This is an optimization exercise on Yosys and OpenROAD, whose aim is small area, a short achievable clock period and few clock cycles per item, not a production implementation. The RTL was checked by simulation tests, not by an equivalence proof against the original design. Power figures rest on the tool's default switching activity, not on a simulated workload.

`flow/design.v`:
```
module prs_decoder (
    input  wire        clk,
    input  wire        rst,           
    input  wire        in_valid,
    output wire        in_ready,
    input  wire [31:0] in_data,
    output wire        out_valid,
    input  wire        out_ready,
    output wire [14:0] out_sample,
    output wire        out_last
);
    reg  [3:0]  bw;             
    reg         nxt_v;
    reg  [3:0]  nK;
    reg  [2:0]  nes;            
    reg         nsgn;
    reg  [31:0] B0, B1;         
    reg         B0v, B1v;
    wire exp_ctrl = (bw == 4'd0);
    assign in_ready = exp_ctrl ? !nxt_v : !B1v;
    wire in_fire   = in_valid && in_ready;
    wire ctrl_fire = in_fire && exp_ctrl;
    wire body_fire = in_fire && !exp_ctrl;
    wire [31:0] in_s;
    genvar gi;
    generate
        for (gi = 0; gi < 32; gi = gi + 1) begin : g_ord
            assign in_s[gi] = in_data[8 * (gi / 8) + 7 - (gi % 8)];
        end
    endgenerate
    reg         cur_v;
    reg  [3:0]  K;
    reg  [2:0]  es;
    reg         sgn;
    reg  [4:0]  idx;            
    reg  [4:0]  ptr;            
    reg  [15:0] lacc;           
    wire        rawblk  = (K == 4'd15);
    wire        rawmode = rawblk || (idx[4:1] == 4'd0);
    wire        last    = (idx == 5'd31);
    wire [63:0] cbuf = {B1, B0};
    wire [21:0] w    = cbuf >> ptr;           
    reg  [21:0] wr;                            
    integer i;
    always @(*) for (i = 0; i < 22; i = i + 1) wr[i] = w[21 - i];
    wire        all8 = &w[7:0];
    reg  [2:0]  L;
    always @(*) begin
        casez (w[6:0])
            7'b??????0: L = 3'd0;
            7'b?????01: L = 3'd1;
            7'b????011: L = 3'd2;
            7'b???0111: L = 3'd3;
            7'b??01111: L = 3'd4;
            7'b?011111: L = 3'd5;
            7'b0111111: L = 3'd6;
            default:    L = 3'd7;
        endcase
    end
    wire        chunk = !rawmode && all8;
    wire [4:0]  sh    = 5'd21 - {1'b0, K} - {2'b00, L};
    reg  [13:0] maskK;
    always @(*) for (i = 0; i < 14; i = i + 1) maskK[i] = (i < K);
    wire [21:0] wsh   = wr >> sh;
    wire [13:0] low   = wsh[13:0] & maskK;
    wire [15:0] u     = lacc | ({13'd0, L} << K) | {2'b00, low};
    wire [14:0] rawval = sgn ? wr[21:7] : {1'b0, wr[21:8]};
    wire [4:0]  need = rawmode ? (sgn ? 5'd15 : 5'd14)
                     : chunk   ? 5'd8
                     : {2'b00, L} + {1'b0, K} + 5'd1;
    wire [5:0]  psum = {1'b0, ptr} + {1'b0, need};
    wire        fits = B1v || (psum <= 6'd32);
    reg         d_v, d_raw, d_last, d_sgn;
    reg  [2:0]  d_es;
    reg  [15:0] d_val;
    reg         o_v, o_last;
    reg  [14:0] xr1, xr0;
    wire r_adv  = !o_v || out_ready;
    wire d_free = !d_v || r_adv;
    wire go     = d_free && cur_v && B0v && fits;
    wire dec    = go && !chunk;
    wire bend   = dec && last;
    wire take   = nxt_v && (!cur_v || bend);
    wire drop1 = go && (psum[5] || bend);
    wire drop2 = bend && (psum > 6'd32);
    always @(posedge clk) begin
        if (rst) begin
            bw    <= 4'd0;
            nxt_v <= 1'b0;
            B0v   <= 1'b0;
            B1v   <= 1'b0;
            cur_v <= 1'b0;
            idx   <= 5'd0;
            ptr   <= 5'd0;
            lacc  <= 16'd0;
            d_v   <= 1'b0;
            o_v   <= 1'b0;
        end else begin
            if (ctrl_fire) begin
                bw   <= in_data[5:2] + {3'd0, |in_data[1:0]};
                nK   <= in_data[31:28];
                nes  <= in_data[24] ? 3'd0 : in_data[27:25];
                nsgn <= (in_data[19:16] == 4'd14);
            end else if (body_fire) begin
                bw <= bw - 4'd1;
            end
            if (ctrl_fire)
                nxt_v <= 1'b1;
            else if (take)
                nxt_v <= 1'b0;
            if (drop2) begin
                B1v <= 1'b0;
                B0v <= body_fire;
                B0  <= in_s;
            end else if (drop1) begin
                if (B1v) begin
                    B0  <= B1;
                    B0v <= 1'b1;
                    B1v <= body_fire;
                    B1  <= in_s;
                end else begin
                    B0v <= body_fire;
                    B0  <= in_s;
                end
            end else if (body_fire) begin
                if (B0v) begin
                    B1  <= in_s;
                    B1v <= 1'b1;
                end else begin
                    B0  <= in_s;
                    B0v <= 1'b1;
                end
            end
            if (take) begin
                K     <= nK;
                es    <= nes;
                sgn   <= nsgn;
                cur_v <= 1'b1;
            end else if (bend) begin
                cur_v <= 1'b0;
            end
            if (go) begin
                if (bend)
                    ptr <= 5'd0;
                else
                    ptr <= psum[4:0];
                if (chunk)
                    lacc <= lacc + (16'd8 << K);
                else
                    lacc <= 16'd0;
                if (dec)
                    idx <= idx + 5'd1;
            end
            if (dec) begin
                d_v    <= 1'b1;
                d_raw  <= rawmode;
                d_last <= last;
                d_sgn  <= sgn;
                d_es   <= es;
                d_val  <= rawmode ? {1'b0, rawval} : u;
            end else if (r_adv) begin
                d_v <= 1'b0;
            end
            if (r_adv && d_v) begin
                o_v    <= 1'b1;
                o_last <= d_last;
                xr1    <= xr_n;
                xr0    <= xr1;
            end else if (out_ready) begin
                o_v <= 1'b0;
            end
        end
    end
    wire        e0 = (d_es == 3'd0);
    wire signed [16:0] q  = {1'b0, d_val[15:1]} ^ {17{d_val[0]}};
    wire signed [16:0] qs = e0 ? q : q + (q <<< d_es);
    wire signed [16:0] pr = ({{2{xr1[14]}}, xr1} <<< 1) - {{2{xr0[14]}}, xr0};
    function automatic [14:0] clampv(input signed [16:0] v, input s, input e_0);
        reg hi_x, lo_x;
        begin
            hi_x = (v > 17'sd16383) || (!e_0 && v == 17'sd16383);
            if (s)
                lo_x = (v < -17'sd16383) || (!e_0 && v == -17'sd16383);
            else
                lo_x = v[16];
            if (hi_x)
                clampv = e_0 ? 15'h3FFF : 15'h3FFE;
            else if (lo_x)
                clampv = s ? (e_0 ? 15'h4001 : 15'h4002) : 15'h0000;
            else
                clampv = v[14:0];
        end
    endfunction
    wire [14:0]        p    = clampv(pr, d_sgn, e0);
    wire signed [16:0] xs   = {{2{p[14]}}, p} + qs;
    wire [14:0]        xr_n = d_raw ? d_val[14:0] : clampv(xs, d_sgn, e0);
    assign out_valid  = o_v;
    assign out_sample = xr1;
    assign out_last   = o_last;
endmodule
```
`flow/run.sh`:
```
#!/bin/bash
# synth_recipe.tcl (not shown) runs the flow's synth.tcl, then flattens the netlist and writes it again
# the make line also repeats each setting of config.mk as NAME=value (left out here)
make -C /OpenROAD-flow-scripts/flow DESIGN_CONFIG=/design/flow/config.mk WORK_HOME=/design/flow/orfs CLKGATE_MAP_FILE= SYNTH_SCRIPT=/design/flow/synth_recipe.tcl finish
```
`flow/config.mk`:
```
export PLATFORM = sky130hd
export DESIGN_NAME = prs_decoder
export DESIGN_NICKNAME = prs_decoder
export VERILOG_FILES = /design/flow/design.v
export SDC_FILE = /design/flow/constraint.sdc
export NUM_CORES = 4
export LEC_CHECK = 0
export CAP_MARGIN = 20
export CORE_MARGIN = 2
export CORE_UTILIZATION = 40
export SLEW_MARGIN = 20
```
`flow/constraint.sdc`:
```
create_clock -name core_clock -period 20.0 [get_ports {clk}]
set_input_delay 4.0000 -clock core_clock [delete_from_list [all_inputs] [get_ports {clk}]]
set_output_delay 4.0000 -clock core_clock [all_outputs]
set_load 0.01 [all_outputs]
```
==> impl_metrics.env <==
export IMPL_synth_warnings=1
export IMPL_ant_nets=0
export IMPL_setup_tns_ps=0
export IMPL_clock_fmax_ghz=0.1192
export IMPL_rrSetupSlack_ps=11610
export IMPL_worstRegToRegCells=22
export IMPL_synth_cell_area_sq_um=14960
export IMPL_dp_hpwl_um=30950
export IMPL_ctsHoldBuffers=0
export IMPL_slew_headroom_pct=29.08
export IMPL_dieArea_sq_um=38950
export IMPL_setup_ws_ps=11610
export IMPL_io_buffers=53
export IMPL_post_cts_buffers=0
export IMPL_clk_latency_ps=460
export IMPL_floorplan_die_height_um=197.4
export IMPL_cts_tree="built"
export IMPL_post_route_period_util_pct=41.94
export IMPL_cp_arrival_ps=8490
export IMPL_dp_worst_setup_slack_ps=11580
export IMPL_grt_usage_pct=20.75
export IMPL_async_reset_ff_share_pct=0
export IMPL_yosys_register_bits=166
export IMPL_route_detailed_drc=0
export IMPL_netlist_instances=1539
export IMPL_grt_max_degree=53
export IMPL_ys_types=87
export IMPL_n_antenna_cell=0
export IMPL_run_status="complete, no violations"
export IMPL_synthToLayoutAreaGrowth_pct=9.838
export IMPL_nets=1668
export IMPL_end_kind="flop"
export IMPL_crit_type="flop to flop"
export IMPL_critPathMaxStageDelay_ps=660
export IMPL_reg2reg_to="B1[21]$_DFFE_PP_"
export IMPL_cts_path_max_buffers=2
export IMPL_rsz0062_at_grt="false"
export IMPL_synthFlopType="edfxtp_1"
export IMPL_cts_buffers=17
export IMPL_routed_wl_um=39980
export IMPL_vdd_ir_drop_max_mv=0.06891
export IMPL_hold_start="nK[2]$_DFFE_PP_"
export IMPL_critPathLaunchType="flop"
export IMPL_drt_initial_drc_count=1203
export IMPL_hold_viol=0
export IMPL_grt_pass1_vias=11350
export IMPL_cpMostUsedCell="buf_4"
export IMPL_crit_slowest_cell="mux4_2"
export IMPL_path_cells="buf_4 > mux4_2 > mux4_2 > mux2i_1 > nand2b_1 > a221oi_2 > nor2_1 > ha_1 > inv_1 > o31ai_1 > ha_1 > fa_1 > xor2_1 > or4_1 > o21bai_1 > o2111ai_2 > buf_4 > a21o_2 > nor2_8 > a21oi_2 > a211oi_4 > buf_4"
export IMPL_final_common_cell="nand2_1"
export IMPL_synth_edf_count=133
export IMPL_p_per_area_nw_per_um2=93.28
export IMPL_grt_antenna_before_repair=0
export IMPL_avgSynthCellArea_sq_um=9.718
export IMPL_dr_pass1_iters=8
export IMPL_utilization_pct=44.76
export IMPL_n_fill_cell=3395
export IMPL_final_cell_mix="153 x nand2_1, 136 x nor2_1, 133 x edfxtp_1"
export IMPL_tightest_slew_ps=1064
export IMPL_ioPinCount=54
export IMPL_cts_resized=0
export IMPL_worstPathBufferInverterCount=4
export IMPL_clk_transition_reported_paths_ps=80
export IMPL_power_mw=1.532
export IMPL_hold_depth=0
export IMPL_maxSlewViolCount=0
export IMPL_drive_gt1_share_pct=11.95
export IMPL_synth_top_area_share_pct=26.70
export IMPL_critical_path_required_ps=20100
export IMPL_ys_seq_area_share_pct=31.12
export IMPL_cap_viol_max_count=0
export IMPL_place_congestion=0.9339
export IMPL_post_route_min_period_ps=8388
export IMPL_hold_path_endpoint="K[2]$_DFFE_PP_"
export IMPL_grt_remaining_overflow=0
export IMPL_cts_root_buffer="clkbuf_16"
export IMPL_rows=70
export IMPL_finClkSkew_ps=17.42
export IMPL_cp_max_fo=52
export IMPL_post_place_cells=1993
export IMPL_vias=12180
export IMPL_cts_max_level=4
export IMPL_syn_num_nets=1663
export IMPL_power_leakage_nw=6.116
export IMPL_min_path_type="flop to flop"
export IMPL_setup_viol=0
export IMPL_grt_first_pass_wirelength_um=63310
export IMPL_avgViaCountPerCell=6.016
export IMPL_dieWidth_um=197.4
export IMPL_netlist_top_cells_area="edfxtp_1 27%, mux4_2 12%, ha_1 6.7%, mux2i_1 5.4%, dfxtp_1 4.4%"
export IMPL_instances_no_fill=2025
export IMPL_cts_sinks=166
export IMPL_yosysTopAreaCell="edfxtp_1"
export IMPL_initial_utilization_pct=40.75
export IMPL_regToRegStartpoint="ptr[1]$_SDFFE_PP0N_"
export IMPL_core_region_area_sq_um=36700
export IMPL_wire_per_inst_um=19.74
export IMPL_cpLargestDelayFamily="buffers and inverters"
[power by group]
part | switching [mW] | leakage (nW) | internal, mW
clock network | 0.166 | 0.297 | 0.170
logic | 0.447 | 4.35 | 0.302
registers | 0.0336 | 1.47 | 0.414
[cells by family (layout without fill, tap and decap cells)]
| group | after synthesis | in the layout | share of synthesized area (%) |
|---|---|---|---|
| and+or+nand+nor | 462 | 462 | 14.59 |
| DFF | 166 | 166 | 31.12 |
| xor gates and xnor gates | 76 | 76 | 4.543 |
| AOI/OAI and AO/OA | 377 | 377 | 15.96 |
| buffers and inverters | 159 | 177 | 4.635 |
| adders and majority gates | 88 | 88 | 7.764 |
| muxes | 211 | 211 | 21.38 |
[final cells by class]
type                       count  area [sq um]  share of cell area [%]
multi-input combinational   1214          9646                   58.72
tap                          468         585.6                   3.565
timing repair buffer          69         650.6                   3.961
clock buffer                  17         425.4                   2.590
clock inverter                15         176.4                   1.074
sequential                   166          4658                   28.36
inverter                      76         285.3                   1.737
[metal layers]
layer  track usage (%)  part of all wire [%]
met1             27.54                    44
met2             34.14                    48
met3             2.920                   5.1
met4             8.493                   3.5
met5                 0                     0
[per-stage QoR]
| step | cell area, sq um | hold slack (ps) |
|---|---|---|
| global route | 16430 | 428.4 |
| finish | 16430 | 421.5 |
| CTS | 16420 | 427.9 |
| floorplan | 14960 | 400.3 |
| detailed placement | 15820 | 404.5 |
| global placement | 15820 | 406.0 |
[worst max path at each step]
| stage | from | to | slack [ps] | cells after the start |
|---|---|---|---|---|
| floorplan | ptr[1]$_SDFFE_PP0N_ | B1[0]$_DFFE_PP_ | 12070 | 25 |
| global placement | ptr[2]$_SDFFE_PP0N_ | B1[16]$_DFFE_PP_ | 11770 | 20 |
| detailed placement | ptr[2]$_SDFFE_PP0N_ | B1[15]$_DFFE_PP_ | 11580 | 20 |
| CTS | ptr[2]$_SDFFE_PP0N_ | B1[4]$_DFFE_PP_ | 11550 | 20 |
| global route | ptr[1]$_SDFFE_PP0N_ | B1[13]$_DFFE_PP_ | 11120 | 21 |
| finish | ptr[1]$_SDFFE_PP0N_ | B1[21]$_DFFE_PP_ | 11610 | 22 |
[flip-flops by register name (all words and copies together) (netlist names), 4 cells and up]
name / flops
B0: 32
B1: 32
K: 4
bw: 4
d_val: 16
idx: 5
lacc: 13
nK: 4
ptr: 5
xr0: 15
xr1: 15
[synthesized netlist by cell type (all sizes together), types with 8 or more instances]
library cell / number
nand2: 153
nor2: 138
edfxtp: 133
a21oi: 126
o21ai: 89
mux2i: 83
ha: 80
mux4: 80
inv: 73
clkbuf: 54
mux2: 48
nor3: 43
xnor2: 43
dfxtp: 33
xor2: 32
buf: 29
nand3: 22
a211oi: 17
nor2b: 17
a21o: 16
nand2b: 16
a31oi: 13
o211ai: 13
o21a: 11
a221oi: 10
o21bai: 10
or3: 10
nor3b: 9
o31ai: 9
a22oi: 8
fa: 8
nand3b: 8
Testbench counts, summed over its fixed seeds: cycles 17,256, blocks 512.

-- separate check: timing with driven ports --
Ports are ideal in the flow. The routed layout listed here was re-timed in OpenROAD.
Step 1 sets driving cells, clkbuf_16 on the clock port and buf_2 on the other inputs (assumed; they add their load-dependent delay and slew).
Step 2, shift: input delay + t, output delay - t, t = (earliest + latest rising clock arrival at the registers) / 2. This alone moves slack from input paths to output paths.
Slacks: ideal ports / drivers / drivers and shift; pairs: ideal ports / drivers.
shift t [ns]: 0.503
setup WS [ns]: 11.612 / 11.612 / 11.612
worst setup path at the end: register to register
After both steps setup and hold are still met in this run. The setup slack of this run moves by 0.000 ns with the drivers and by 0.000 ns with both steps.
